Source: an optimization exercise on an open RTL-to-GDS flow (aim: small area). Production flows keep margins and buffers that such runs may drop. Function was checked by simulation only, so behaviour that the tests miss may differ from the original. Power and IR drop assume default switching activity.

[run.sh]
#!/bin/bash
# synth_recipe.tcl (not shown) runs the flow's synth.tcl, then flattens the netlist and writes it again
# the make line also repeats each setting of config.mk as NAME=value (left out here)
make -C /OpenROAD-flow-scripts/flow DESIGN_CONFIG=/design/flow/config.mk WORK_HOME=/design/flow/orfs CLKGATE_MAP_FILE= SYNTH_SCRIPT=/design/flow/synth_recipe.tcl finish
[config.mk]
export PLATFORM = sky130hd
export DESIGN_NAME = corr_lane
export DESIGN_NICKNAME = corr_lane
export VERILOG_FILES = /design/flow/design.v
export SDC_FILE = /design/flow/constraint.sdc
export NUM_CORES = 4
export LEC_CHECK = 0
export ABC_CLOCK_PERIOD_IN_PS = 11000
export CAP_MARGIN = 20
export CORE_MARGIN = 2
export CORE_UTILIZATION = 55
export CTS_CLUSTER_DIAMETER = 100
export CTS_CLUSTER_SIZE = 20
export PLACE_DENSITY = 0.65
export SETUP_SLACK_MARGIN = 0.3
export SLEW_MARGIN = 20
[constraint.sdc]
create_clock -name core_clock -period 12.0 [get_ports {clk}]
set_input_delay 2.4000 -clock core_clock [delete_from_list [all_inputs] [get_ports {clk}]]
set_output_delay 2.4000 -clock core_clock [all_outputs]
set_load 0.01 [all_outputs]
[design.v]
module lane_lfsr_step (
    input  wire        gold,       
    input  wire        bo_nz,      
    input  wire [26:0] a_poly,
    input  wire [26:0] b_poly,
    input  wire [26:0] b_out,
    input  wire [26:0] top_a,      
    input  wire [26:0] top_b,      
    input  wire [26:0] a_in,
    input  wire [26:0] b_in,
    input  wire        rel_a,      
    input  wire        rel_b,      
    input  wire [26:0] a_init,
    input  wire [26:0] b_init,
    output wire        chip,       
    output wire [26:0] a_nxt,
    output wire [26:0] b_nxt
);
    wire out_b = bo_nz ? ^(b_in & b_out) : b_in[0];
    assign chip = a_in[0] ^ (gold & out_b);
    wire fa = ^(a_in & a_poly);
    wire fb = ^(b_in & b_poly);
    assign a_nxt = ({1'b0, a_in[26:1]} & {27{~rel_a}}) | (top_a & {27{fa & ~rel_a}}) |
                   (a_init & {27{rel_a}});
    assign b_nxt = ({1'b0, b_in[26:1]} & {27{~rel_b}}) | (top_b & {27{fb & ~rel_b}}) |
                   (b_init & {27{rel_b}});
endmodule
module lane_rca #(parameter W = 8) (
    input  wire [W-1:0] a,
    input  wire [W-1:0] b,
    input  wire         ci,
    output wire [W-1:0] s,
    output wire         co
);
    wire [W:0] c;
    assign c[0] = ci;
    genvar i;
    generate
        for (i = 0; i < W; i = i + 1) begin : g_b
            assign s[i]   = a[i] ^ b[i] ^ c[i];
            assign c[i+1] = (a[i] & b[i]) | (a[i] & c[i]) | (b[i] & c[i]);
        end
    endgenerate
    assign co = c[W];
endmodule
module lane_inc #(parameter W = 8) (
    input  wire [W-1:0] a,
    input  wire         ci,
    output wire [W-1:0] s,
    output wire         co
);
    wire [W:0] c;
    assign c[0] = ci;
    genvar i;
    generate
        for (i = 0; i < W; i = i + 1) begin : g_b
            assign s[i]   = a[i] ^ c[i];
            assign c[i+1] = a[i] & c[i];
        end
    endgenerate
    assign co = c[W];
endmodule
module lane_acc (
    input  wire [23:0] acc,
    input  wire        clr,
    input  wire [7:0]  u,
    input  wire        ci,
    output wire [23:0] nxt
);
    wire [23:0] a = acc & {24{~clr}};
    wire        c8;
    lane_rca #(8)  u_lo (.a(a[7:0]), .b(u), .ci(ci), .s(nxt[7:0]), .co(c8));
    lane_inc #(16) u_hi (.a(a[23:8]), .ci(c8), .s(nxt[23:8]), .co());
endmodule
module lane_csel #(parameter W = 32, parameter LO = 16) (
    input  wire [W-1:0] a,
    input  wire [W-1:0] b,
    output wire [W-1:0] s,
    output wire         co
);
    wire          c_lo, co0, co1;
    wire [W-LO-1:0] s0, s1;
    lane_rca #(LO)     u_lo (.a(a[LO-1:0]), .b(b[LO-1:0]), .ci(1'b0), .s(s[LO-1:0]), .co(c_lo));
    lane_rca #(W - LO) u_h0 (.a(a[W-1:LO]), .b(b[W-1:LO]), .ci(1'b0), .s(s0), .co(co0));
    lane_rca #(W - LO) u_h1 (.a(a[W-1:LO]), .b(b[W-1:LO]), .ci(1'b1), .s(s1), .co(co1));
    assign s[W-1:LO] = c_lo ? s1 : s0;
    assign co = c_lo ? co1 : co0;
endmodule
module lane_top9 (
    input  wire [8:0] a,
    input  wire [8:0] b,
    output wire       s8
);
    wire [8:0] c;
    assign c[0] = 1'b0;
    genvar i;
    generate
        for (i = 0; i < 8; i = i + 1) begin : g_b
            assign c[i+1] = (a[i] & b[i]) | (a[i] & c[i]) | (b[i] & c[i]);
        end
    endgenerate
    assign s8 = a[8] ^ b[8] ^ c[8];
endmodule
module lane_sc_mul (input wire [31:0] f, input wire [4:0] h, input wire m2,
                    output wire [8:0] g, output wire [8:0] lo);
    wire bo0 = h[0];
    wire bt0 = h[1] & ~h[0];
    wire bo1 = h[2] ^ h[1];
    wire bt1 = (h[3] & ~h[2] & ~h[1]) | (~h[3] & h[2] & h[1]);
    wire bo2 = h[4] ^ h[3];
    wire bt2 = h[4] & h[3];
    wire p1 = ((bo0 & f[0])) ^ h[1];
    wire p2 = ((bo0 & f[1]) | (bt0 & f[0])) ^ h[1];
    wire p3 = ((bo0 & f[2]) | (bt0 & f[1])) ^ h[1];
    wire p4 = ((bo0 & f[3]) | (bt0 & f[2])) ^ h[1];
    wire p5 = ((bo0 & f[4]) | (bt0 & f[3])) ^ h[1];
    wire p6 = ((bo0 & f[5]) | (bt0 & f[4])) ^ h[1];
    wire p7 = ((bo0 & f[6]) | (bt0 & f[5])) ^ h[1];
    wire p8 = ((bo0 & f[7]) | (bt0 & f[6])) ^ h[1];
    wire p9 = ((bo0 & f[8]) | (bt0 & f[7])) ^ h[1];
    wire p10 = ((bo0 & f[9]) | (bt0 & f[8])) ^ h[1];
    wire p11 = ((bo0 & f[10]) | (bt0 & f[9])) ^ h[1];
    wire p12 = ((bo0 & f[11]) | (bt0 & f[10])) ^ h[1];
    wire p13 = ((bo0 & f[12]) | (bt0 & f[11])) ^ h[1];
    wire p14 = ((bo0 & f[13]) | (bt0 & f[12])) ^ h[1];
    wire p15 = ((bo0 & f[14]) | (bt0 & f[13])) ^ h[1];
    wire p16 = ((bo0 & f[15]) | (bt0 & f[14])) ^ h[1];
    wire p17 = ((bo0 & f[16]) | (bt0 & f[15])) ^ h[1];
    wire p18 = ((bo0 & f[17]) | (bt0 & f[16])) ^ h[1];
    wire p19 = ((bo0 & f[18]) | (bt0 & f[17])) ^ h[1];
    wire p20 = ((bo0 & f[19]) | (bt0 & f[18])) ^ h[1];
    wire p21 = ((bo0 & f[20]) | (bt0 & f[19])) ^ h[1];
    wire p22 = ((bo0 & f[21]) | (bt0 & f[20])) ^ h[1];
    wire p23 = ((bo0 & f[22]) | (bt0 & f[21])) ^ h[1];
    wire p24 = ((bo0 & f[23]) | (bt0 & f[22])) ^ h[1];
    wire p25 = ((bo0 & f[24]) | (bt0 & f[23])) ^ h[1];
    wire p26 = ((bo0 & f[25]) | (bt0 & f[24])) ^ h[1];
    wire p27 = ((bo0 & f[26]) | (bt0 & f[25])) ^ h[1];
    wire p28 = ((bo0 & f[27]) | (bt0 & f[26])) ^ h[1];
    wire p29 = ((bo0 & f[28]) | (bt0 & f[27])) ^ h[1];
    wire p30 = ((bo0 & f[29]) | (bt0 & f[28])) ^ h[1];
    wire p31 = ((bo0 & f[30]) | (bt0 & f[29])) ^ h[1];
    wire p32 = ((bo0 & f[31]) | (bt0 & f[30])) ^ h[1];
    wire p33 = ((bt0 & f[31])) ^ h[1];
    wire p34 = ((bo1 & f[0])) ^ h[3];
    wire p35 = ((bo1 & f[1]) | (bt1 & f[0])) ^ h[3];
    wire p36 = ((bo1 & f[2]) | (bt1 & f[1])) ^ h[3];
    wire p37 = ((bo1 & f[3]) | (bt1 & f[2])) ^ h[3];
    wire p38 = ((bo1 & f[4]) | (bt1 & f[3])) ^ h[3];
    wire p39 = ((bo1 & f[5]) | (bt1 & f[4])) ^ h[3];
    wire p40 = ((bo1 & f[6]) | (bt1 & f[5])) ^ h[3];
    wire p41 = ((bo1 & f[7]) | (bt1 & f[6])) ^ h[3];
    wire p42 = ((bo1 & f[8]) | (bt1 & f[7])) ^ h[3];
    wire p43 = ((bo1 & f[9]) | (bt1 & f[8])) ^ h[3];
    wire p44 = ((bo1 & f[10]) | (bt1 & f[9])) ^ h[3];
    wire p45 = ((bo1 & f[11]) | (bt1 & f[10])) ^ h[3];
    wire p46 = ((bo1 & f[12]) | (bt1 & f[11])) ^ h[3];
    wire p47 = ((bo1 & f[13]) | (bt1 & f[12])) ^ h[3];
    wire p48 = ((bo1 & f[14]) | (bt1 & f[13])) ^ h[3];
    wire p49 = ((bo1 & f[15]) | (bt1 & f[14])) ^ h[3];
    wire p50 = ((bo1 & f[16]) | (bt1 & f[15])) ^ h[3];
    wire p51 = ((bo1 & f[17]) | (bt1 & f[16])) ^ h[3];
    wire p52 = ((bo1 & f[18]) | (bt1 & f[17])) ^ h[3];
    wire p53 = ((bo1 & f[19]) | (bt1 & f[18])) ^ h[3];
    wire p54 = ((bo1 & f[20]) | (bt1 & f[19])) ^ h[3];
    wire p55 = ((bo1 & f[21]) | (bt1 & f[20])) ^ h[3];
    wire p56 = ((bo1 & f[22]) | (bt1 & f[21])) ^ h[3];
    wire p57 = ((bo1 & f[23]) | (bt1 & f[22])) ^ h[3];
    wire p58 = ((bo1 & f[24]) | (bt1 & f[23])) ^ h[3];
    wire p59 = ((bo1 & f[25]) | (bt1 & f[24])) ^ h[3];
    wire p60 = ((bo1 & f[26]) | (bt1 & f[25])) ^ h[3];
    wire p61 = ((bo1 & f[27]) | (bt1 & f[26])) ^ h[3];
    wire p62 = ((bo1 & f[28]) | (bt1 & f[27])) ^ h[3];
    wire p63 = ((bo1 & f[29]) | (bt1 & f[28])) ^ h[3];
    wire p64 = ((bo1 & f[30]) | (bt1 & f[29])) ^ h[3];
    wire p65 = (bo2 & f[0]);
    wire p66 = (bo2 & f[1]) | (bt2 & f[0]);
    wire p67 = (bo2 & f[2]) | (bt2 & f[1]);
    wire p68 = (bo2 & f[3]) | (bt2 & f[2]);
    wire p69 = (bo2 & f[4]) | (bt2 & f[3]);
    wire p70 = (bo2 & f[5]) | (bt2 & f[4]);
    wire p71 = (bo2 & f[6]) | (bt2 & f[5]);
    wire p72 = (bo2 & f[7]) | (bt2 & f[6]);
    wire p73 = (bo2 & f[8]) | (bt2 & f[7]);
    wire p74 = (bo2 & f[9]) | (bt2 & f[8]);
    wire p75 = (bo2 & f[10]) | (bt2 & f[9]);
    wire p76 = (bo2 & f[11]) | (bt2 & f[10]);
    wire p77 = (bo2 & f[12]) | (bt2 & f[11]);
    wire p78 = (bo2 & f[13]) | (bt2 & f[12]);
    wire p79 = (bo2 & f[14]) | (bt2 & f[13]);
    wire p80 = (bo2 & f[15]) | (bt2 & f[14]);
    wire p81 = (bo2 & f[16]) | (bt2 & f[15]);
    wire p82 = (bo2 & f[17]) | (bt2 & f[16]);
    wire p83 = (bo2 & f[18]) | (bt2 & f[17]);
    wire p84 = (bo2 & f[19]) | (bt2 & f[18]);
    wire p85 = (bo2 & f[20]) | (bt2 & f[19]);
    wire p86 = (bo2 & f[21]) | (bt2 & f[20]);
    wire p87 = (bo2 & f[22]) | (bt2 & f[21]);
    wire p88 = (bo2 & f[23]) | (bt2 & f[22]);
    wire p89 = (bo2 & f[24]) | (bt2 & f[23]);
    wire p90 = (bo2 & f[25]) | (bt2 & f[24]);
    wire p91 = (bo2 & f[26]) | (bt2 & f[25]);
    wire p92 = (bo2 & f[27]) | (bt2 & f[26]);
    wire p93 = (bo2 & f[28]) | (bt2 & f[27]);
    wire p94 = p3 ^ p34 ^ h[3];
    wire p95 = (p3 & p34) | (p3 & h[3]) | (p34 & h[3]);
    wire p96 = p4 ^ p35;
    wire p97 = p4 & p35;
    wire p98 = p5 ^ p36 ^ p65;
    wire p99 = (p5 & p36) | (p5 & p65) | (p36 & p65);
    wire p100 = p6 ^ p37 ^ p66;
    wire p101 = (p6 & p37) | (p6 & p66) | (p37 & p66);
    wire p102 = p7 ^ p38 ^ p67;
    wire p103 = (p7 & p38) | (p7 & p67) | (p38 & p67);
    wire p104 = p8 ^ p39 ^ p68;
    wire p105 = (p8 & p39) | (p8 & p68) | (p39 & p68);
    wire p106 = p9 ^ p40 ^ p69;
    wire p107 = (p9 & p40) | (p9 & p69) | (p40 & p69);
    wire p108 = p10 ^ p41 ^ p70;
    wire p109 = (p10 & p41) | (p10 & p70) | (p41 & p70);
    wire p110 = p11 ^ p42 ^ p71;
    wire p111 = (p11 & p42) | (p11 & p71) | (p42 & p71);
    wire p112 = p12 ^ p43 ^ p72;
    wire p113 = (p12 & p43) | (p12 & p72) | (p43 & p72);
    wire p114 = p13 ^ p44 ^ p73;
    wire p115 = (p13 & p44) | (p13 & p73) | (p44 & p73);
    wire p116 = p14 ^ p45 ^ p74;
    wire p117 = (p14 & p45) | (p14 & p74) | (p45 & p74);
    wire p118 = p15 ^ p46 ^ p75;
    wire p119 = (p15 & p46) | (p15 & p75) | (p46 & p75);
    wire p120 = p16 ^ p47 ^ p76;
    wire p121 = (p16 & p47) | (p16 & p76) | (p47 & p76);
    wire p122 = p17 ^ p48 ^ p77;
    wire p123 = (p17 & p48) | (p17 & p77) | (p48 & p77);
    wire p124 = p18 ^ p49 ^ p78;
    wire p125 = (p18 & p49) | (p18 & p78) | (p49 & p78);
    wire p126 = p19 ^ p50 ^ p79;
    wire p127 = (p19 & p50) | (p19 & p79) | (p50 & p79);
    wire p128 = p20 ^ p51 ^ p80;
    wire p129 = (p20 & p51) | (p20 & p80) | (p51 & p80);
    wire p130 = p21 ^ p52 ^ p81;
    wire p131 = (p21 & p52) | (p21 & p81) | (p52 & p81);
    wire p132 = p22 ^ p53 ^ p82;
    wire p133 = (p22 & p53) | (p22 & p82) | (p53 & p82);
    wire p134 = p23 ^ p54 ^ p83;
    wire p135 = (p23 & p54) | (p23 & p83) | (p54 & p83);
    wire p136 = p24 ^ p55 ^ p84;
    wire p137 = (p24 & p55) | (p24 & p84) | (p55 & p84);
    wire p138 = p25 ^ p56 ^ p85;
    wire p139 = (p25 & p56) | (p25 & p85) | (p56 & p85);
    wire p140 = p26 ^ p57 ^ p86;
    wire p141 = (p26 & p57) | (p26 & p86) | (p57 & p86);
    wire p142 = p27 ^ p58 ^ p87;
    wire p143 = (p27 & p58) | (p27 & p87) | (p58 & p87);
    wire p144 = p28 ^ p59 ^ p88;
    wire p145 = (p28 & p59) | (p28 & p88) | (p59 & p88);
    wire p146 = p29 ^ p60 ^ p89;
    wire p147 = (p29 & p60) | (p29 & p89) | (p60 & p89);
    wire p148 = p30 ^ p61 ^ p90;
    wire p149 = (p30 & p61) | (p30 & p90) | (p61 & p90);
    wire p150 = p31 ^ p62 ^ p91;
    wire p151 = (p31 & p62) | (p31 & p91) | (p62 & p91);
    wire p152 = p32 ^ p63 ^ p92;
    wire p153 = (p32 & p63) | (p32 & p92) | (p63 & p92);
    wire p154 = p33 ^ p64 ^ p93;
    wire p155 = (p33 & p64) | (p33 & p93) | (p64 & p93);
    wire p156 = p151 ^ p152 ^ m2;
    wire p157 = (p151 & p152) | (p151 & m2) | (p152 & m2);
    wire p158 = p153 ^ p154;
    wire p159 = p153 & p154;
    wire p160 = p1 ^ h[1];
    wire p161 = p1 & h[1];
    wire p162 = p2 ^ p161;
    wire p163 = p2 & p161;
    wire p164 = p94 ^ p163;
    wire p165 = p94 & p163;
    wire p166 = p95 ^ p96 ^ p165;
    wire p167 = (p95 & p96) | (p95 & p165) | (p96 & p165);
    wire p168 = p97 ^ p98 ^ p167;
    wire p169 = (p97 & p98) | (p97 & p167) | (p98 & p167);
    wire p170 = p99 ^ p100 ^ p169;
    wire p171 = (p99 & p100) | (p99 & p169) | (p100 & p169);
    wire p172 = p101 ^ p102 ^ p171;
    wire p173 = (p101 & p102) | (p101 & p171) | (p102 & p171);
    wire p174 = p103 ^ p104 ^ p173;
    wire p175 = (p103 & p104) | (p103 & p173) | (p104 & p173);
    wire p176 = p105 ^ p106 ^ p175;
    wire p177 = (p105 & p106) | (p105 & p175) | (p106 & p175);
    wire p178 = p107 ^ p108 ^ p177;
    wire p179 = (p107 & p108) | (p107 & p177) | (p108 & p177);
    wire p180 = p109 ^ p110 ^ p179;
    wire p181 = (p109 & p110) | (p109 & p179) | (p110 & p179);
    wire p182 = p111 ^ p112 ^ p181;
    wire p183 = (p111 & p112) | (p111 & p181) | (p112 & p181);
    wire p184 = (p113 & p114) | (p113 & 1'b0) | (p114 & 1'b0);
    wire p185 = (p115 & p116) | (p115 & p184) | (p116 & p184);
    wire p186 = (p117 & p118) | (p117 & p185) | (p118 & p185);
    wire p187 = (p119 & p120) | (p119 & p186) | (p120 & p186);
    wire p188 = (p121 & p122) | (p121 & p187) | (p122 & p187);
    wire p189 = (p123 & p124) | (p123 & p188) | (p124 & p188);
    wire p190 = (p113 & p114) | (p113 & 1'b1) | (p114 & 1'b1);
    wire p191 = (p115 & p116) | (p115 & p190) | (p116 & p190);
    wire p192 = (p117 & p118) | (p117 & p191) | (p118 & p191);
    wire p193 = (p119 & p120) | (p119 & p192) | (p120 & p192);
    wire p194 = (p121 & p122) | (p121 & p193) | (p122 & p193);
    wire p195 = (p123 & p124) | (p123 & p194) | (p124 & p194);
    wire p196 = p183 ? p195 : p189;
    wire p197 = (p125 & p126) | (p125 & 1'b0) | (p126 & 1'b0);
    wire p198 = (p127 & p128) | (p127 & p197) | (p128 & p197);
    wire p199 = (p129 & p130) | (p129 & p198) | (p130 & p198);
    wire p200 = (p131 & p132) | (p131 & p199) | (p132 & p199);
    wire p201 = (p133 & p134) | (p133 & p200) | (p134 & p200);
    wire p202 = (p135 & p136) | (p135 & p201) | (p136 & p201);
    wire p203 = (p125 & p126) | (p125 & 1'b1) | (p126 & 1'b1);
    wire p204 = (p127 & p128) | (p127 & p203) | (p128 & p203);
    wire p205 = (p129 & p130) | (p129 & p204) | (p130 & p204);
    wire p206 = (p131 & p132) | (p131 & p205) | (p132 & p205);
    wire p207 = (p133 & p134) | (p133 & p206) | (p134 & p206);
    wire p208 = (p135 & p136) | (p135 & p207) | (p136 & p207);
    wire p209 = p196 ? p208 : p202;
    wire p210 = p137 ^ p138 ^ 1'b0;
    wire p211 = (p137 & p138) | (p137 & 1'b0) | (p138 & 1'b0);
    wire p212 = p139 ^ p140 ^ p211;
    wire p213 = (p139 & p140) | (p139 & p211) | (p140 & p211);
    wire p214 = p141 ^ p142 ^ p213;
    wire p215 = (p141 & p142) | (p141 & p213) | (p142 & p213);
    wire p216 = p143 ^ p144 ^ p215;
    wire p217 = (p143 & p144) | (p143 & p215) | (p144 & p215);
    wire p218 = p145 ^ p146 ^ p217;
    wire p219 = (p145 & p146) | (p145 & p217) | (p146 & p217);
    wire p220 = p147 ^ p148 ^ p219;
    wire p221 = (p147 & p148) | (p147 & p219) | (p148 & p219);
    wire p222 = p149 ^ p150 ^ p221;
    wire p223 = (p149 & p150) | (p149 & p221) | (p150 & p221);
    wire p224 = p156 ^ p223;
    wire p225 = p156 & p223;
    wire p226 = p157 ^ p158 ^ p225;
    wire p227 = (p157 & p158) | (p157 & p225) | (p158 & p225);
    wire p228 = p137 ^ p138 ^ 1'b1;
    wire p229 = (p137 & p138) | (p137 & 1'b1) | (p138 & 1'b1);
    wire p230 = p139 ^ p140 ^ p229;
    wire p231 = (p139 & p140) | (p139 & p229) | (p140 & p229);
    wire p232 = p141 ^ p142 ^ p231;
    wire p233 = (p141 & p142) | (p141 & p231) | (p142 & p231);
    wire p234 = p143 ^ p144 ^ p233;
    wire p235 = (p143 & p144) | (p143 & p233) | (p144 & p233);
    wire p236 = p145 ^ p146 ^ p235;
    wire p237 = (p145 & p146) | (p145 & p235) | (p146 & p235);
    wire p238 = p147 ^ p148 ^ p237;
    wire p239 = (p147 & p148) | (p147 & p237) | (p148 & p237);
    wire p240 = p149 ^ p150 ^ p239;
    wire p241 = (p149 & p150) | (p149 & p239) | (p150 & p239);
    wire p242 = p156 ^ p241;
    wire p243 = p156 & p241;
    wire p244 = p157 ^ p158 ^ p243;
    wire p245 = (p157 & p158) | (p157 & p243) | (p158 & p243);
    wire p246 = p209 ? p228 : p210;
    wire p247 = p209 ? p230 : p212;
    wire p248 = p209 ? p232 : p214;
    wire p249 = p209 ? p234 : p216;
    wire p250 = p209 ? p236 : p218;
    wire p251 = p209 ? p238 : p220;
    wire p252 = p209 ? p240 : p222;
    wire p253 = p209 ? p242 : p224;
    wire p254 = p209 ? p244 : p226;
    assign g = {p254, p253, p252, p251, p250, p249, p248, p247, p246};
    assign lo = {p176, p174, p172, p170, p168, p166, p164, p162, p160};
endmodule
module lane_car (input wire [3:0] i, input wire [3:0] q, input wire [2:0] c, input wire [2:0] s,
                 output wire [7:0] a, output wire [7:0] b);
    wire an1 = i[0] & c[0];
    wire an2 = i[1] & c[0];
    wire an3 = i[2] & c[0];
    wire an4 = i[3] & c[0];
    wire an5 = i[0] & c[1];
    wire an6 = i[1] & c[1];
    wire an7 = i[2] & c[1];
    wire an8 = i[3] & c[1];
    wire an9 = i[0] & c[2];
    wire an10 = i[1] & c[2];
    wire an11 = i[2] & c[2];
    wire an12 = i[3] & c[2];
    wire an13 = q[0] & s[0];
    wire an14 = q[1] & s[0];
    wire an15 = q[2] & s[0];
    wire an16 = q[3] & s[0];
    wire an17 = q[0] & s[1];
    wire an18 = q[1] & s[1];
    wire an19 = q[2] & s[1];
    wire an20 = q[3] & s[1];
    wire an21 = q[0] & s[2];
    wire an22 = q[1] & s[2];
    wire an23 = q[2] & s[2];
    wire an24 = q[3] & s[2];
    wire an25 = an2 ^ an5 ^ an14;
    wire an26 = (an2 & an5) | (an2 & an14) | (an5 & an14);
    wire an27 = an3 ^ an6 ^ an9;
    wire an28 = (an3 & an6) | (an3 & an9) | (an6 & an9);
    wire an29 = an15 ^ an18 ^ an21;
    wire an30 = (an15 & an18) | (an15 & an21) | (an18 & an21);
    wire an31 = ~(an4) ^ an7 ^ an10;
    wire an32 = (~(an4) & an7) | (~(an4) & an10) | (an7 & an10);
    wire an33 = ~(an16) ^ an19 ^ an22;
    wire an34 = (~(an16) & an19) | (~(an16) & an22) | (an19 & an22);
    wire an35 = ~(an8) ^ an11 ^ ~(an20);
    wire an36 = (~(an8) & an11) | (~(an8) & ~(an20)) | (an11 & ~(an20));
    wire an37 = an23 ^ 1'b1;
    wire an38 = an23 & 1'b1;
    wire an39 = ~(an12) ^ ~(an24);
    wire an40 = ~(an12) & ~(an24);
    wire an41 = an26 ^ an27 ^ an29;
    wire an42 = (an26 & an27) | (an26 & an29) | (an27 & an29);
    wire an43 = an28 ^ an30 ^ an31;
    wire an44 = (an28 & an30) | (an28 & an31) | (an30 & an31);
    wire an45 = an32 ^ an34 ^ an35;
    wire an46 = (an32 & an34) | (an32 & an35) | (an34 & an35);
    wire an47 = an36 ^ an38 ^ an39;
    wire an48 = (an36 & an38) | (an36 & an39) | (an38 & an39);
    wire an49 = an42 ^ an43 ^ an33;
    wire an50 = (an42 & an43) | (an42 & an33) | (an43 & an33);
    wire an51 = an44 ^ an45 ^ an37;
    wire an52 = (an44 & an45) | (an44 & an37) | (an45 & an37);
    wire an53 = an46 ^ an47;
    wire an54 = an46 & an47;
    wire an55 = an48 ^ an40;
    wire an56 = an48 & an40;
    wire an57 = an1 ^ an13;
    wire an58 = an1 & an13;
    wire an59 = an25 ^ an17 ^ an58;
    wire an60 = (an25 & an17) | (an25 & an58) | (an17 & an58);
    wire an61 = an41 ^ an60;
    wire an62 = an41 & an60;
    wire an63 = an49 ^ an62;
    wire an64 = an49 & an62;
    wire an65 = an50 ^ an51 ^ an64;
    wire an66 = (an50 & an51) | (an50 & an64) | (an51 & an64);
    wire an67 = an52 ^ an53 ^ an66;
    wire an68 = (an52 & an53) | (an52 & an66) | (an53 & an66);
    wire an69 = an54 ^ an55 ^ an68;
    wire an70 = (an54 & an55) | (an54 & an68) | (an55 & an68);
    wire an71 = an56 ^ 1'b1 ^ an70;
    wire an72 = (an56 & 1'b1) | (an56 & an70) | (1'b1 & an70);
    assign a = {an71, an69, an67, an65, an63, an61, an59, an57};
    wire bn1 = q[0] & c[0];
    wire bn2 = q[1] & c[0];
    wire bn3 = q[2] & c[0];
    wire bn4 = q[3] & c[0];
    wire bn5 = q[0] & c[1];
    wire bn6 = q[1] & c[1];
    wire bn7 = q[2] & c[1];
    wire bn8 = q[3] & c[1];
    wire bn9 = q[0] & c[2];
    wire bn10 = q[1] & c[2];
    wire bn11 = q[2] & c[2];
    wire bn12 = q[3] & c[2];
    wire bn13 = i[0] & s[0];
    wire bn14 = i[1] & s[0];
    wire bn15 = i[2] & s[0];
    wire bn16 = i[3] & s[0];
    wire bn17 = i[0] & s[1];
    wire bn18 = i[1] & s[1];
    wire bn19 = i[2] & s[1];
    wire bn20 = i[3] & s[1];
    wire bn21 = i[0] & s[2];
    wire bn22 = i[1] & s[2];
    wire bn23 = i[2] & s[2];
    wire bn24 = i[3] & s[2];
    wire bn25 = bn1 ^ ~(bn13) ^ 1'b1;
    wire bn26 = (bn1 & ~(bn13)) | (bn1 & 1'b1) | (~(bn13) & 1'b1);
    wire bn27 = bn2 ^ bn5 ^ ~(bn14);
    wire bn28 = (bn2 & bn5) | (bn2 & ~(bn14)) | (bn5 & ~(bn14));
    wire bn29 = ~(bn17) ^ 1'b1;
    wire bn30 = ~(bn17) & 1'b1;
    wire bn31 = bn3 ^ bn6 ^ bn9;
    wire bn32 = (bn3 & bn6) | (bn3 & bn9) | (bn6 & bn9);
    wire bn33 = ~(bn15) ^ ~(bn18) ^ ~(bn21);
    wire bn34 = (~(bn15) & ~(bn18)) | (~(bn15) & ~(bn21)) | (~(bn18) & ~(bn21));
    wire bn35 = ~(bn4) ^ bn7 ^ bn10;
    wire bn36 = (~(bn4) & bn7) | (~(bn4) & bn10) | (bn7 & bn10);
    wire bn37 = bn16 ^ ~(bn19) ^ ~(bn22);
    wire bn38 = (bn16 & ~(bn19)) | (bn16 & ~(bn22)) | (~(bn19) & ~(bn22));
    wire bn39 = ~(bn8) ^ bn11 ^ bn20;
    wire bn40 = (~(bn8) & bn11) | (~(bn8) & bn20) | (bn11 & bn20);
    wire bn41 = ~(bn23) ^ 1'b1;
    wire bn42 = ~(bn23) & 1'b1;
    wire bn43 = ~(bn12) ^ bn24;
    wire bn44 = ~(bn12) & bn24;
    wire bn45 = bn26 ^ bn27 ^ bn29;
    wire bn46 = (bn26 & bn27) | (bn26 & bn29) | (bn27 & bn29);
    wire bn47 = bn28 ^ bn30 ^ bn31;
    wire bn48 = (bn28 & bn30) | (bn28 & bn31) | (bn30 & bn31);
    wire bn49 = bn33 ^ 1'b1;
    wire bn50 = bn33 & 1'b1;
    wire bn51 = bn32 ^ bn34 ^ bn35;
    wire bn52 = (bn32 & bn34) | (bn32 & bn35) | (bn34 & bn35);
    wire bn53 = bn36 ^ bn38 ^ bn39;
    wire bn54 = (bn36 & bn38) | (bn36 & bn39) | (bn38 & bn39);
    wire bn55 = bn40 ^ bn42 ^ bn43;
    wire bn56 = (bn40 & bn42) | (bn40 & bn43) | (bn42 & bn43);
    wire bn57 = bn46 ^ bn47 ^ bn49;
    wire bn58 = (bn46 & bn47) | (bn46 & bn49) | (bn47 & bn49);
    wire bn59 = bn48 ^ bn50 ^ bn51;
    wire bn60 = (bn48 & bn50) | (bn48 & bn51) | (bn50 & bn51);
    wire bn61 = bn52 ^ bn53 ^ bn41;
    wire bn62 = (bn52 & bn53) | (bn52 & bn41) | (bn53 & bn41);
    wire bn63 = bn54 ^ bn55;
    wire bn64 = bn54 & bn55;
    wire bn65 = bn56 ^ bn44;
    wire bn66 = bn56 & bn44;
    wire bn67 = bn58 ^ bn59 ^ bn37;
    wire bn68 = (bn58 & bn59) | (bn58 & bn37) | (bn59 & bn37);
    wire bn69 = bn60 ^ bn61;
    wire bn70 = bn60 & bn61;
    wire bn71 = bn62 ^ bn63;
    wire bn72 = bn62 & bn63;
    wire bn73 = bn64 ^ bn65;
    wire bn74 = bn64 & bn65;
    wire bn75 = bn66 ^ 1'b1;
    wire bn76 = bn66 & 1'b1;
    wire bn77 = bn68 ^ bn69;
    wire bn78 = bn68 & bn69;
    wire bn79 = bn70 ^ bn71 ^ bn78;
    wire bn80 = (bn70 & bn71) | (bn70 & bn78) | (bn71 & bn78);
    wire bn81 = bn72 ^ bn73 ^ bn80;
    wire bn82 = (bn72 & bn73) | (bn72 & bn80) | (bn73 & bn80);
    wire bn83 = bn74 ^ bn75 ^ bn82;
    wire bn84 = (bn74 & bn75) | (bn74 & bn82) | (bn75 & bn82);
    assign b = {bn83, bn81, bn79, bn77, bn67, bn57, bn45, bn25};
endmodule
module corr_lane (
    input  wire        clk,
    input  wire        rst,         
    input  wire        cfg_we,
    input  wire [5:0]  cfg_addr,
    input  wire [31:0] cfg_wdata,
    input  wire [5:0]  rd_addr,
    output reg  [31:0] rd_data,
    input  wire        start,
    input  wire        s_valid,
    input  wire [7:0]  s_data,      
    output reg         done
);
    reg [31:0] carr_phase, carr_rate;
    reg [31:0] code_frac, code_rate_frac;
    reg [23:0] code_chip;
    reg [1:0]  code_rate_int;
    reg [31:0] code_epoch;
    reg [4:0]  sec_idx;
    reg [9:0]  sym_len, sym_pos;
    reg [5:0]  wipe_idx, wipe_valid;
    reg [63:0] wipe_buf;
    reg        wipe_en;
    reg [1:0]  cg_mode;
    reg        cg_invert;
    reg [4:0]  len_a, len_b;
    reg [23:0] code_len;
    reg [26:0] a_poly, a_init, a_state;
    reg [26:0] b_poly, b_init, b_state;
    reg [26:0] b_out;
    reg [23:0] cg_arst;
    reg [23:0] gen_chip;
    reg [16:0] window;               
    reg [31:0] sec_code;
    reg [5:0]  sec_len;
    reg        sec_en;
    reg [2:0]  sc_mode;
    reg [4:0]  sc_half;
    reg [11:0] tap_off [0:7];
    reg [7:0]  tap_en;
    reg [15:0] sweep_len;
    reg        wipe_under;
    reg [23:0] acc_i [0:7];          
    reg [23:0] acc_q [0:7];
    reg [15:0] cnt;                  
    reg [2:0]  dv;                   
    reg [7:0]  dd1, dd2, dd3;        
    reg        sv;                   
    reg [7:0]  wi_r, wq_r;           
    reg        last_r;               
    function [11:0] clamp_off;
        input [15:0] h;
        begin
            if ($signed(h) > 16'sd2047)
                clamp_off = 12'h7ff;
            else if ($signed(h) < -16'sd2048)
                clamp_off = 12'h800;
            else
                clamp_off = h[11:0];
        end
    endfunction
    reg [2:0] c0, s0;
    always @(*) begin
        case (carr_phase[29:26])
            4'd0:  begin c0 = 3'd7; s0 = 3'd0; end
            4'd1:  begin c0 = 3'd7; s0 = 3'd1; end
            4'd2:  begin c0 = 3'd7; s0 = 3'd1; end
            4'd3:  begin c0 = 3'd7; s0 = 3'd2; end
            4'd4:  begin c0 = 3'd6; s0 = 3'd3; end
            4'd5:  begin c0 = 3'd6; s0 = 3'd3; end
            4'd6:  begin c0 = 3'd6; s0 = 3'd4; end
            4'd7:  begin c0 = 3'd5; s0 = 3'd4; end
            4'd8:  begin c0 = 3'd5; s0 = 3'd5; end
            4'd9:  begin c0 = 3'd4; s0 = 3'd5; end
            4'd10: begin c0 = 3'd4; s0 = 3'd6; end
            4'd11: begin c0 = 3'd3; s0 = 3'd6; end
            4'd12: begin c0 = 3'd3; s0 = 3'd6; end
            4'd13: begin c0 = 3'd2; s0 = 3'd7; end
            4'd14: begin c0 = 3'd1; s0 = 3'd7; end
            default: begin c0 = 3'd1; s0 = 3'd7; end
        endcase
    end
    wire [7:0] ca, cb;
    wire       in_v = dv[2];         
    wire [7:0] in_d = dd3;
    lane_car u_car (.i(in_d[3:0]), .q(in_d[7:4]), .c(c0), .s(s0), .a(ca), .b(cb));
    wire [1:0] quad = carr_phase[31:30];
    wire [7:0] wi = quad[0] ? cb : ca;
    wire [7:0] wq = quad[0] ? ca : cb;
    wire       neg_wi = quad[1];
    wire       neg_wq = quad[1] ^ quad[0];
    wire sec_neg  = sec_en & sec_code[sec_idx];
    wire wipe_neg = wipe_en & (wipe_valid != 6'd0) & wipe_buf[wipe_idx];
    wire epoch_neg = sec_neg ^ wipe_neg;
    reg  [1:0]  sc_pair;
    reg  [7:0]  off_a, off_b;
    always @(*) begin
        case (sc_pair)
            2'd0:    begin off_b = tap_off[0][7:0]; off_a = tap_off[1][7:0]; end
            2'd1:    begin off_b = tap_off[2][7:0]; off_a = tap_off[3][7:0]; end
            2'd2:    begin off_b = tap_off[4][7:0]; off_a = tap_off[5][7:0]; end
            default: begin off_b = tap_off[6][7:0]; off_a = tap_off[7][7:0]; end
        endcase
    end
    wire [31:0] mul_f = in_v ? code_frac : {off_a, 16'd0, off_b};
    wire [8:0]  g_sc, g_lo;
    lane_sc_mul u_scm (.f(mul_f), .h(sc_half), .m2(sc_mode[1] & in_v), .g(g_sc), .lo(g_lo));
    always @(posedge clk) begin
        if (rst)
            sc_pair <= 2'd0;
        else
            sc_pair <= sc_pair + 2'd1;
    end
    wire        sc_on = sc_mode[0] | sc_mode[1];
    wire [23:0] nxt_i [0:7];
    wire [23:0] nxt_q [0:7];
    genvar t;
    generate
        for (t = 0; t < 8; t = t + 1) begin : g_tap
            wire [11:0] off  = tap_off[t];
            wire [8:0]  x9   = {1'b0, code_frac[31:24]} + {1'b0, off[7:0]};
            wire        ct   = x9[8];
            wire [4:0]  widx = {1'b0, ~off[11], off[10:8]} + {4'd0, ct};
            wire        chip = window[widx];
            reg  [8:0]  sc_k;            
            always @(posedge clk)
                if (!in_v && sc_pair == t / 2)
                    sc_k <= (t % 2) ? g_sc : g_lo;
            wire        sg8;
            lane_top9 u_sct (.a(g_sc), .b(sc_k), .s8(sg8));
            wire        sc   = sc_on & (sg8 ^ (ct & sc_half[0]));
            wire        neg  = chip ^ cg_invert ^ sc ^ epoch_neg;
            reg         ni_r, nq_r;      
            always @(posedge clk) begin
                ni_r <= neg ^ neg_wi;
                nq_r <= neg ^ neg_wq;
            end
            wire        act  = sv & tap_en[t];
            wire        ni   = act & ni_r;
            wire        nq   = act & nq_r;
            wire [7:0]  xi   = ({8{act}} & wi_r) ^ {8{ni}};
            wire [7:0]  xq   = ({8{act}} & wq_r) ^ {8{nq}};
            lane_acc u_ai (.acc(acc_i[t]), .clr(start), .u({xi[7] ^ sv, xi[6:0]}),
                           .ci(ni), .nxt(nxt_i[t]));
            lane_acc u_aq (.acc(acc_q[t]), .clr(start), .u({xq[7] ^ sv, xq[6:0]}),
                           .ci(nq), .nxt(nxt_q[t]));
        end
    endgenerate
    wire [31:0] carr_nxt, frac_nxt;
    wire        frac_cy;
    lane_csel #(32, 24) u_carr (.a(carr_phase), .b(carr_rate), .s(carr_nxt), .co());
    lane_csel #(32, 16) u_frac (.a(code_frac), .b(code_rate_frac), .s(frac_nxt), .co(frac_cy));
    wire [1:0]  adv = code_rate_int + {1'b0, frac_cy};    
    wire [21:0] ch_hi1;
    wire        ch_hi1_co;
    lane_inc #(22) u_chinc (.a(code_chip[23:2]), .ci(1'b1), .s(ch_hi1), .co(ch_hi1_co));
    wire ch_eq0 = code_chip[23:2] == code_len[23:2];
    wire ch_eq1 = !ch_hi1_co && ch_hi1 == code_len[23:2];
    wire [2:0] ch_l1 = {1'b0, code_chip[1:0]} + 3'd1;
    wire [2:0] ch_l2 = {1'b0, code_chip[1:0]} + 3'd2;
    wire [2:0] ch_l3 = {1'b0, code_chip[1:0]} + 3'd3;
    wire ch_e1 = ch_l1[1:0] == code_len[1:0] && (ch_l1[2] ? ch_eq1 : ch_eq0);
    wire ch_e2 = ch_l2[1:0] == code_len[1:0] && (ch_l2[2] ? ch_eq1 : ch_eq0);
    wire ch_e3 = ch_l3[1:0] == code_len[1:0] && (ch_l3[2] ? ch_eq1 : ch_eq0);
    wire [2:0] ch_la = {1'b0, code_chip[1:0]} + {1'b0, adv};
    reg        wrap;
    reg [23:0] chip_nxt;
    always @(*) begin
        wrap = 1'b0;
        chip_nxt = {ch_la[2] ? ch_hi1 : code_chip[23:2], ch_la[1:0]};
        case (adv)
            2'd1: if (ch_e1) begin wrap = 1'b1; chip_nxt = 24'd0; end
            2'd2: if (ch_e1) begin wrap = 1'b1; chip_nxt = 24'd1; end
                  else if (ch_e2) begin wrap = 1'b1; chip_nxt = 24'd0; end
            2'd3: if (ch_e1) begin wrap = 1'b1; chip_nxt = 24'd2; end
                  else if (ch_e2) begin wrap = 1'b1; chip_nxt = 24'd1; end
                  else if (ch_e3) begin wrap = 1'b1; chip_nxt = 24'd0; end
            default: ;
        endcase
    end
    wire [21:0] gc_hi1;
    wire        gc_hi1_co;
    lane_inc #(22) u_gcinc (.a(gen_chip[23:2]), .ci(1'b1), .s(gc_hi1), .co(gc_hi1_co));
    wire gl_eq0 = gen_chip[23:2] == code_len[23:2];
    wire gl_eq1 = !gc_hi1_co && gc_hi1 == code_len[23:2];
    wire gr_eq0 = gen_chip[23:2] == cg_arst[23:2];
    wire gr_eq1 = !gc_hi1_co && gc_hi1 == cg_arst[23:2];
    wire [2:0] g_l1 = {1'b0, gen_chip[1:0]} + 3'd1;
    wire [2:0] g_l2 = {1'b0, gen_chip[1:0]} + 3'd2;
    wire [2:0] g_l3 = {1'b0, gen_chip[1:0]} + 3'd3;
    wire ge1 = g_l1[1:0] == code_len[1:0] && (g_l1[2] ? gl_eq1 : gl_eq0);
    wire ge2 = g_l2[1:0] == code_len[1:0] && (g_l2[2] ? gl_eq1 : gl_eq0);
    wire ge3 = g_l3[1:0] == code_len[1:0] && (g_l3[2] ? gl_eq1 : gl_eq0);
    wire gr1 = g_l1[1:0] == cg_arst[1:0] && (g_l1[2] ? gr_eq1 : gr_eq0);
    wire gr2 = g_l2[1:0] == cg_arst[1:0] && (g_l2[2] ? gr_eq1 : gr_eq0);
    wire gr3 = g_l3[1:0] == cg_arst[1:0] && (g_l3[2] ? gr_eq1 : gr_eq0);
    wire arst_1 = cg_arst == 24'd1;
    wire arst_2 = cg_arst == 24'd2;
    wire w1 = ge1;
    wire w2 = !ge1 && ge2;
    wire w3 = !ge1 && !ge2 && ge3;
    wire r1 = ge1 || gr1;
    wire r2 = ge1 ? arst_1 : (ge2 || gr2);
    wire r3 = ge1 ? arst_2 : (ge2 ? arst_1 : (ge3 || gr3));
    wire [26:0] top_a = 27'd1 << (len_a - 5'd1);
    wire [26:0] top_b = 27'd1 << (len_b - 5'd1);
    wire        bo_nz = b_out != 27'd0;
    wire        gold  = cg_mode == 2'd0;
    wire        gc0, gc1, gc2;
    wire [26:0] a1, a2, a3, b1, b2, b3;
    lane_lfsr_step u_st0 (.gold(gold), .bo_nz(bo_nz), .a_poly(a_poly), .b_poly(b_poly),
        .b_out(b_out), .top_a(top_a), .top_b(top_b), .a_in(a_state), .b_in(b_state),
        .rel_a(r1), .rel_b(w1), .a_init(a_init), .b_init(b_init),
        .chip(gc0), .a_nxt(a1), .b_nxt(b1));
    lane_lfsr_step u_st1 (.gold(gold), .bo_nz(bo_nz), .a_poly(a_poly), .b_poly(b_poly),
        .b_out(b_out), .top_a(top_a), .top_b(top_b), .a_in(a1), .b_in(b1),
        .rel_a(r2), .rel_b(w2), .a_init(a_init), .b_init(b_init),
        .chip(gc1), .a_nxt(a2), .b_nxt(b2));
    lane_lfsr_step u_st2 (.gold(gold), .bo_nz(bo_nz), .a_poly(a_poly), .b_poly(b_poly),
        .b_out(b_out), .top_a(top_a), .top_b(top_b), .a_in(a2), .b_in(b2),
        .rel_a(r3), .rel_b(w3), .a_init(a_init), .b_init(b_init),
        .chip(gc2), .a_nxt(a3), .b_nxt(b3));
    wire [2:0] g_la = {1'b0, gen_chip[1:0]} + {1'b0, adv};
    reg [23:0] gen_nxt;
    always @(*) begin
        gen_nxt = {g_la[2] ? gc_hi1 : gen_chip[23:2], g_la[1:0]};
        case (adv)
            2'd1: if (ge1) gen_nxt = 24'd0;
            2'd2: if (ge1) gen_nxt = 24'd1; else if (ge2) gen_nxt = 24'd0;
            2'd3: if (ge1) gen_nxt = 24'd2; else if (ge2) gen_nxt = 24'd1;
                  else if (ge3) gen_nxt = 24'd0;
            default: ;
        endcase
    end
    wire [19:0] win_ext = {gc2, gc1, gc0, window};
    wire [19:0] win_sh  = win_ext >> adv;
    wire [16:0] win_nxt = win_sh[16:0];
    wire [5:0] sec_inc  = {1'b0, sec_idx} + 6'd1;
    wire [4:0] sec_nxt  = (sec_inc == sec_len) ? 5'd0 : sec_inc[4:0];
    wire [9:0] sym_inc  = sym_pos + 10'd1;
    wire       sym_wrap = (sym_inc == sym_len);
    wire [9:0] sym_nxt  = sym_wrap ? 10'd0 : sym_inc;
    wire [31:0] epoch_inc;
    lane_inc #(32) u_epinc (.a(code_epoch), .ci(1'b1), .s(epoch_inc), .co());
    wire [15:0] cnt_inc;
    lane_inc #(16) u_cntinc (.a(cnt), .ci(1'b1), .s(cnt_inc), .co());
    wire last = cnt_inc == sweep_len;
    integer k;
    always @(posedge clk) begin
        dv     <= {dv[1:0], s_valid} & {3{~rst}};
        dd1    <= s_data;
        dd2    <= dd1;
        dd3    <= dd2;
        sv     <= in_v & ~rst;
        wi_r   <= wi;
        wq_r   <= wq;
        last_r <= in_v & last & ~rst;
        done   <= last_r & ~rst;
        for (k = 0; k < 8; k = k + 1) begin
            acc_i[k] <= nxt_i[k];
            acc_q[k] <= nxt_q[k];
        end
        if (start) begin
            cnt        <= 16'd0;
            wipe_under <= 1'b0;
        end else if (in_v) begin
            cnt <= cnt_inc;
            if (wipe_en && wipe_valid == 6'd0)
                wipe_under <= 1'b1;
        end
        if (in_v) begin
            carr_phase <= carr_nxt;
            code_frac  <= frac_nxt;
            code_chip  <= chip_nxt;
            window     <= win_nxt;
            gen_chip   <= gen_nxt;
            case (adv)
                2'd0: begin a_state <= a_state; b_state <= b_state; end
                2'd1: begin a_state <= a1; b_state <= b1; end
                2'd2: begin a_state <= a2; b_state <= b2; end
                default: begin a_state <= a3; b_state <= b3; end
            endcase
            if (wrap) begin
                code_epoch <= epoch_inc;
                sec_idx    <= sec_nxt;
                sym_pos    <= sym_nxt;
                if (sym_wrap && wipe_en) begin
                    wipe_idx   <= wipe_idx + 6'd1;
                    wipe_valid <= (wipe_valid == 6'd0) ? 6'd0 : wipe_valid - 6'd1;
                end
            end
        end
        if (cfg_we) begin
            case (cfg_addr)
                6'd0:  carr_phase     <= cfg_wdata;
                6'd1:  carr_rate      <= cfg_wdata;
                6'd2:  code_frac      <= cfg_wdata;
                6'd3:  code_chip      <= cfg_wdata[23:0];
                6'd4:  code_rate_frac <= cfg_wdata;
                6'd5:  code_rate_int  <= cfg_wdata[1:0];
                6'd6:  code_epoch     <= cfg_wdata;
                6'd7:  sec_idx        <= cfg_wdata[4:0];
                6'd8: begin
                    sym_len    <= cfg_wdata[9:0];
                    sym_pos    <= cfg_wdata[19:10];
                    wipe_idx   <= cfg_wdata[25:20];
                    wipe_valid <= cfg_wdata[31:26];
                end
                6'd9:  wipe_buf[31:0]  <= cfg_wdata;
                6'd10: wipe_buf[63:32] <= cfg_wdata;
                6'd11: wipe_en        <= cfg_wdata[0];
                6'd12: begin
                    cg_mode   <= cfg_wdata[1:0];
                    cg_invert <= cfg_wdata[2];
                    len_a     <= cfg_wdata[7:3];
                    len_b     <= cfg_wdata[12:8];
                end
                6'd13: code_len <= cfg_wdata[23:0];
                6'd14: a_poly   <= cfg_wdata[26:0];
                6'd15: a_init   <= cfg_wdata[26:0];
                6'd16: a_state  <= cfg_wdata[26:0];
                6'd17: b_poly   <= cfg_wdata[26:0];
                6'd18: b_init   <= cfg_wdata[26:0];
                6'd19: b_state  <= cfg_wdata[26:0];
                6'd20: b_out    <= cfg_wdata[26:0];
                6'd21: cg_arst  <= cfg_wdata[23:0];
                6'd22: gen_chip <= cfg_wdata[23:0];
                6'd23: window   <= cfg_wdata[16:0];
                6'd24: sec_code <= cfg_wdata;
                6'd25: begin
                    sec_len <= cfg_wdata[5:0];
                    sec_en  <= cfg_wdata[12];
                end
                6'd26: begin
                    sc_mode <= cfg_wdata[2:0];
                    sc_half <= cfg_wdata[7:3];
                end
                6'd27: begin tap_off[0] <= clamp_off(cfg_wdata[15:0]); tap_off[1] <= clamp_off(cfg_wdata[31:16]); end
                6'd28: begin tap_off[2] <= clamp_off(cfg_wdata[15:0]); tap_off[3] <= clamp_off(cfg_wdata[31:16]); end
                6'd29: begin tap_off[4] <= clamp_off(cfg_wdata[15:0]); tap_off[5] <= clamp_off(cfg_wdata[31:16]); end
                6'd30: begin tap_off[6] <= clamp_off(cfg_wdata[15:0]); tap_off[7] <= clamp_off(cfg_wdata[31:16]); end
                6'd31: tap_en    <= cfg_wdata[7:0];
                6'd32: sweep_len <= cfg_wdata[15:0];
                default: ;
            endcase
        end
    end
    reg [23:0] acc_sel;
    always @(*) begin
        case (rd_addr)
            6'd34: acc_sel = acc_i[0];
            6'd35: acc_sel = acc_q[0];
            6'd36: acc_sel = acc_i[1];
            6'd37: acc_sel = acc_q[1];
            6'd38: acc_sel = acc_i[2];
            6'd39: acc_sel = acc_q[2];
            6'd40: acc_sel = acc_i[3];
            6'd41: acc_sel = acc_q[3];
            6'd42: acc_sel = acc_i[4];
            6'd43: acc_sel = acc_q[4];
            6'd44: acc_sel = acc_i[5];
            6'd45: acc_sel = acc_q[5];
            6'd46: acc_sel = acc_i[6];
            6'd47: acc_sel = acc_q[6];
            6'd48: acc_sel = acc_i[7];
            6'd49: acc_sel = acc_q[7];
            default: acc_sel = 24'd0;
        endcase
    end
    wire [23:0] acc_rd = acc_sel - {1'b0, cnt, 7'd0};
    always @(*) begin
        rd_data = 32'd0;
        case (rd_addr)
            6'd0:  rd_data = carr_phase;
            6'd1:  rd_data = carr_rate;
            6'd2:  rd_data = code_frac;
            6'd3:  rd_data = {8'd0, code_chip};
            6'd4:  rd_data = code_rate_frac;
            6'd5:  rd_data = {30'd0, code_rate_int};
            6'd6:  rd_data = code_epoch;
            6'd7:  rd_data = {27'd0, sec_idx};
            6'd8:  rd_data = {wipe_valid, wipe_idx, sym_pos, sym_len};
            6'd9:  rd_data = wipe_buf[31:0];
            6'd10: rd_data = wipe_buf[63:32];
            6'd11: rd_data = {31'd0, wipe_en};
            6'd12: rd_data = {19'd0, len_b, len_a, cg_invert, cg_mode};
            6'd13: rd_data = {8'd0, code_len};
            6'd14: rd_data = {5'd0, a_poly};
            6'd15: rd_data = {5'd0, a_init};
            6'd16: rd_data = {5'd0, a_state};
            6'd17: rd_data = {5'd0, b_poly};
            6'd18: rd_data = {5'd0, b_init};
            6'd19: rd_data = {5'd0, b_state};
            6'd20: rd_data = {5'd0, b_out};
            6'd21: rd_data = {8'd0, cg_arst};
            6'd22: rd_data = {8'd0, gen_chip};
            6'd23: rd_data = {15'd0, window};
            6'd24: rd_data = sec_code;
            6'd25: rd_data = {19'd0, sec_en, 6'd0, sec_len};
            6'd26: rd_data = {24'd0, sc_half, sc_mode};
            6'd27: rd_data = {{4{tap_off[1][11]}}, tap_off[1], {4{tap_off[0][11]}}, tap_off[0]};
            6'd28: rd_data = {{4{tap_off[3][11]}}, tap_off[3], {4{tap_off[2][11]}}, tap_off[2]};
            6'd29: rd_data = {{4{tap_off[5][11]}}, tap_off[5], {4{tap_off[4][11]}}, tap_off[4]};
            6'd30: rd_data = {{4{tap_off[7][11]}}, tap_off[7], {4{tap_off[6][11]}}, tap_off[6]};
            6'd31: rd_data = {24'd0, tap_en};
            6'd32: rd_data = {16'd0, sweep_len};
            6'd33: rd_data = {31'd0, wipe_under};
            6'd34, 6'd35, 6'd36, 6'd37, 6'd38, 6'd39, 6'd40, 6'd41,
            6'd42, 6'd43, 6'd44, 6'd45, 6'd46, 6'd47, 6'd48, 6'd49:
                   rd_data = {{8{acc_rd[23]}}, acc_rd};
            default: rd_data = 32'd0;
        endcase
    end
endmodule
==> run notes <==
==> per-layer routing <==
| metal | vias to the layer above | GRT usage | part of all wire |
|---|---|---|---|
| met5 | - | 0 | 0.00059 |
| met2 | 6408 | 0.712 | 0.41 |
| met4 | 34 | 0.429 | 0.10 |
| met3 | 1841 | 0.195 | 0.15 |
| li1 | 29409 | - | - |
| met1 | 35131 | 0.607 | 0.34 |
==> path summary, 6_finish.rpt <==
path	endpoint	cells past startpoint	start	slack (ns)
max	rd_data[28]	32	rd_addr[1]	0.51
min	dd2[6]	0	dd1[6]	0.33
max reg2reg	u_car.c[1]	42	carr_rate[0]	0.52
min reg2reg	dd2[6]	0	dd1[6]	0.33
==> sequential cells by signal, indices dropped and copies added, names as in the netlist, 32 cells and up <==
register / cells
acc_i: 192
acc_q: 192
carr_phase: 32
carr_rate: 32
code_epoch: 32
code_frac: 32
code_rate_frac: 32
g_tap.sc_k: 72
sec_code: 32
tap_off: 96
wipe_buf: 64
==> cell usage after synthesis, drive strengths merged, types with 18 or more instances <==
cell and n:
buf 127, and2 40, o21a 42, xnor3 39
mux4 70, o31ai 43, a22oi 321, nand3 82
mux2i 215, nor4 58, a31oi 22, a21oi 435
dfxtp 713, a211oi 47, o21ai 394, edfxtp 576
or3 19, o21bai 27, nand2 769, a22o 177
o22ai 43, nor2 494, a2111oi 18, nand4 108
a21o 23, nor2b 329, mux2 65, o221ai 19
nand2b 192, a221oi 172, o211a 18, inv 315
xor2 286, or2 22, fa 222, nor3b 30
maj3 32, nor3 79, clkbuf 452, o211ai 32
ha 487, xnor2 294, a222oi 34
==> area by class of cell <==
type / instances / area, µm²
Multi-Input combinational cell: 5961 / 46600
Sequential cell: 1289 / 31600
Inverter: 317 / 1190
Tap cell: 1917 / 2400
Fill cell: 12255 / 57500
Antenna cell: 35 / 87.6
Timing Repair Buffer: 474 / 4080
Clock inverter: 19 / 352
Clock buffer: 117 / 2140
==> per-stage QoR <==
stage | cells | utilization | worst slack, ns | cell area, µm² | hold WS [ns]
floorplan | 8146 | - | 0.674 | 81000 | 0.310
global placement | 9919 | 0.583 | -0.116 | 85100 | 0.313
detailed placement | 9921 | 0.584 | -0.194 | 85100 | 0.312
CTS | 10066 | 0.602 | 0.271 | 87800 | 0.331
global route | 10100 | 0.605 | 0.263 | 88300 | 0.337
finish | 10129 | 0.606 | 0.512 | 88400 | 0.330
==> worst register-to-register path, delay by kind of cell, from the launching register on <==
kind / cells / cell delay, ns
adders and majority gates: 24 / 8.70
and+or+nand+nor: 8 / 0.80
buffers and inverters: 4 / 0.56
AOI/OAI and AO/OA: 3 / 0.43
DFF: 1 / 0.41
muxes: 2 / 0.34
xor gates and xnor gates: 1 / 0.12
==> power by group <==
group / leakage (nW) / total [mW] / switching [mW] / internal, mW
Combinational: 22.3 / 12.6 / 7.67 / 4.89
Sequential: 11.0 / 6.58 / 1.42 / 5.15
Clock: 1.19 / 3.07 / 1.74 / 1.33
==> repair_timing <==
action	4_1_cts	5_1_grt
cloned	2	2
pin swaps	10	24
buffers inserted	7	16
endpoints found under the hold margin	0	0
setup endpoints to repair	187	205
resized for setup	22	51
==> cell families after synthesis <==
family / after synthesis
AO/OA/AOI/OAI: 1959
multiplexers: 350
adder cells (fa/ha/maj): 741
XOR/XNOR: 624
AND/OR/NAND/NOR: 2287
buffers and inverters: 896
flip-flops: 1289
==> placed cells by master (no fill, tap or decap), types with 293 or more instances in the layout <==
master / count
sky130_fd_sc_hd__a21oi_1: 426
sky130_fd_sc_hd__a22oi_1: 320
sky130_fd_sc_hd__buf_4: 356
sky130_fd_sc_hd__dfxtp_1: 712
sky130_fd_sc_hd__edfxtp_1: 576
sky130_fd_sc_hd__ha_1: 486
sky130_fd_sc_hd__inv_1: 314
sky130_fd_sc_hd__nand2_1: 767
sky130_fd_sc_hd__nor2_1: 431
sky130_fd_sc_hd__nor2b_1: 325
sky130_fd_sc_hd__o21ai_0: 359
sky130_fd_sc_hd__xnor2_1: 293
==> run notes <==
The run finished with no timing, DRC or antenna violations. The routed wire length is 390,000 µm. Ranked by total cell area, the synthesized netlist is headed by sky130_fd_sc_hd__edfxtp_1, sky130_fd_sc_hd__dfxtp_1, sky130_fd_sc_hd__ha_1, sky130_fd_sc_hd__fa_1, sky130_fd_sc_hd__nand2_1. The HPWL after detailed placement is 284,000 µm. The final-stage net count came out at 8,888. The TritonCTS sink count is 1,289. The number of buffers on the longest clock path is 3. The proportion of synthesized chip area in sequential cells is 0.390. The number of max-cap violations is 0.

The total iterations of the first detailed-routing run came out at 9. Among cell families on the critical path, the largest total delay comes from compound AO/OA/AOI/OAI gates. In the final layout, the share of cells above drive strength 1 is 0.104. The data arrival time of the worst path came out at 9.09 ns. The largest single stage delay on the critical path is 0.58 ns.

The number of DRC violations after detailed-routing iteration 0 is 12.8k. The final route contains 72.8k vias. The cell chosen for the clock root is sky130_fd_sc_hd__clkbuf_16. Counting the buffers created by CTS gives 79. The synthesized design spends more area on one cell type than any other, namely sky130_fd_sc_hd__edfxtp_1. For this configuration, the core starts out at a cell density of 0.555. The global placement routability congestion came out at 1.14. Between clock sinks in the finished design, the worst skew comes to 0.0516 ns. The mean instance size in the synthesized netlist is 9.94 µm². The final number of hold-violating endpoints came out at 0. The post-synthesis compound-gate area fraction is 0.166. The initial antenna violation count came out at 55. Among all stages on the critical path, the largest delay is contributed by sky130_fd_sc_hd__clkdlybuf4s50_1. The final total negative setup slack came out at 0 ns. The clock network latency to the later pin of the worst-skew pair came out at 0.78 ns. The actual transition at the worst max-transition pin is 1.37 ns. Relative to the synthesized area, the layout overhead comes to 9.14%. The worst hold path belongs to the class flip-flop to flip-flop. The synthesis-stage register bit count came out at 1,289. The design draws 22.2 mW. Setup repair after global routing could not meet its margin everywhere.

The overall die area is 0.150 mm². The worst slew margin relative to its limit came out at 0.0809. The area of the core came out at 0.146 mm². The count of final max-slew check failures is 0. The count of flip-flops with a built-in enable after synthesis came out at 576. The count of warnings emitted by yosys is 7. The chip width came out at 388 µm. The xor-xnor portion of the synthesized cell area came out at 0.0751. The largest fanout of any net on the critical path came out at 12. The clock transition time at the flip-flop clock pins of the worst setup and hold paths is 0.08 ns. For this run, the leading register cell type out of synthesis is sky130_fd_sc_hd__dfxtp_1. The critical path endpoint category is a primary output. The first global-routing pass estimated 535,000 µm of wire.

The async set-reset flop share out of synthesis is 0. The number of buffers and inverters on the critical path is 5. STA classifies the critical path startpoint as an input port. The global-route total usage across every layer came out at 0.506. After synthesis, the largest family of logic cells by area is compound AO/OA/AOI/OAI gates. In the final routed layout, each cell accounts on average for 38.5 µm. The number of I/O pins is 90. From bottom edge to top edge, the die measures 388 µm. The simple logic cell fraction of the synthesized area came out at 0.137. The share of synthesized area spent on multiplexers is 0.0551. Of the total synthesized cell area, the portion taken by full adders, half adders and majority gates is 0.134. The most repeated library cell on the critical path is sky130_fd_sc_hd__a21oi_1. The final critical-path share of the clock period is 0.957. The row count came out at 140.

The peak supply drop came out at 543 µV. After synthesis the cells add up to 0.0810 mm². Buffers placed on the I/O ports in this run total 89.

In the routed design, unresolved DRC markers number 0. The critical path in this run is classified as input port to primary output. Static timing analysis puts the maximum clock frequency at 87.1 MHz. The number of buffers inserted for hold repair after clock tree synthesis came out at 0. The via-per-instance ratio is 7.19.

The total congestion overflow came out at 0. The data required time of the critical path is 9.60 ns. The number of routed nets with antenna violations is 0. The analysis attributes to cell leakage a power of 34.5 nW. In the synthesized netlist, the number of instances is 8,146.

The via count of the first global-routing pass is 68.1k. The number of nets in the synthesized netlist is 8,912. The final critical delay including setup and external delays is 11.49 ns.

The share of Yosys cell area claimed by the top area cell type came out at 0.214. The pin count of the biggest net entering global routing came out at 131. The power density over the cells is 251 mW/mm². The H-tree was split into 3 levels.

The count of different cell masters after synthesis is 95. TritonCTS built the clock tree. Setup violations remaining at the end of the flow were counted as 0.

separate check: timing with driven ports:
In the flow no input, the clock included, has a driving cell. The finished layout below was timed again as built, in two steps. Step 1 (the two cells are an assumption about what drives the block):
set clk [get_ports {clk}]
set_driving_cell -lib_cell sky130_fd_sc_hd__clkbuf_16 $clk
set_driving_cell -lib_cell sky130_fd_sc_hd__buf_2 [delete_from_list [all_inputs] $clk]
Step 2 also shifts input and output timing later by t, the mid clock arrival at the registers, as if the neighbouring blocks saw the same clock. a / b / c = ideal ports / drivers / drivers and shift; a / b = the first two.
t, ns: 0.839
slack for setup (ns): 0.512 / 0.491 / 0.491
clock arrival spread, ns: 0.054 / 0.053
slew at the worst register clock pin (ns): 0.11 / 0.11
worst slew at a driven data input, ns: 0.12
After both steps this run still meets setup and hold. The setup slack of this run moves by -0.021 ns with the drivers and by -0.021 ns with both steps.
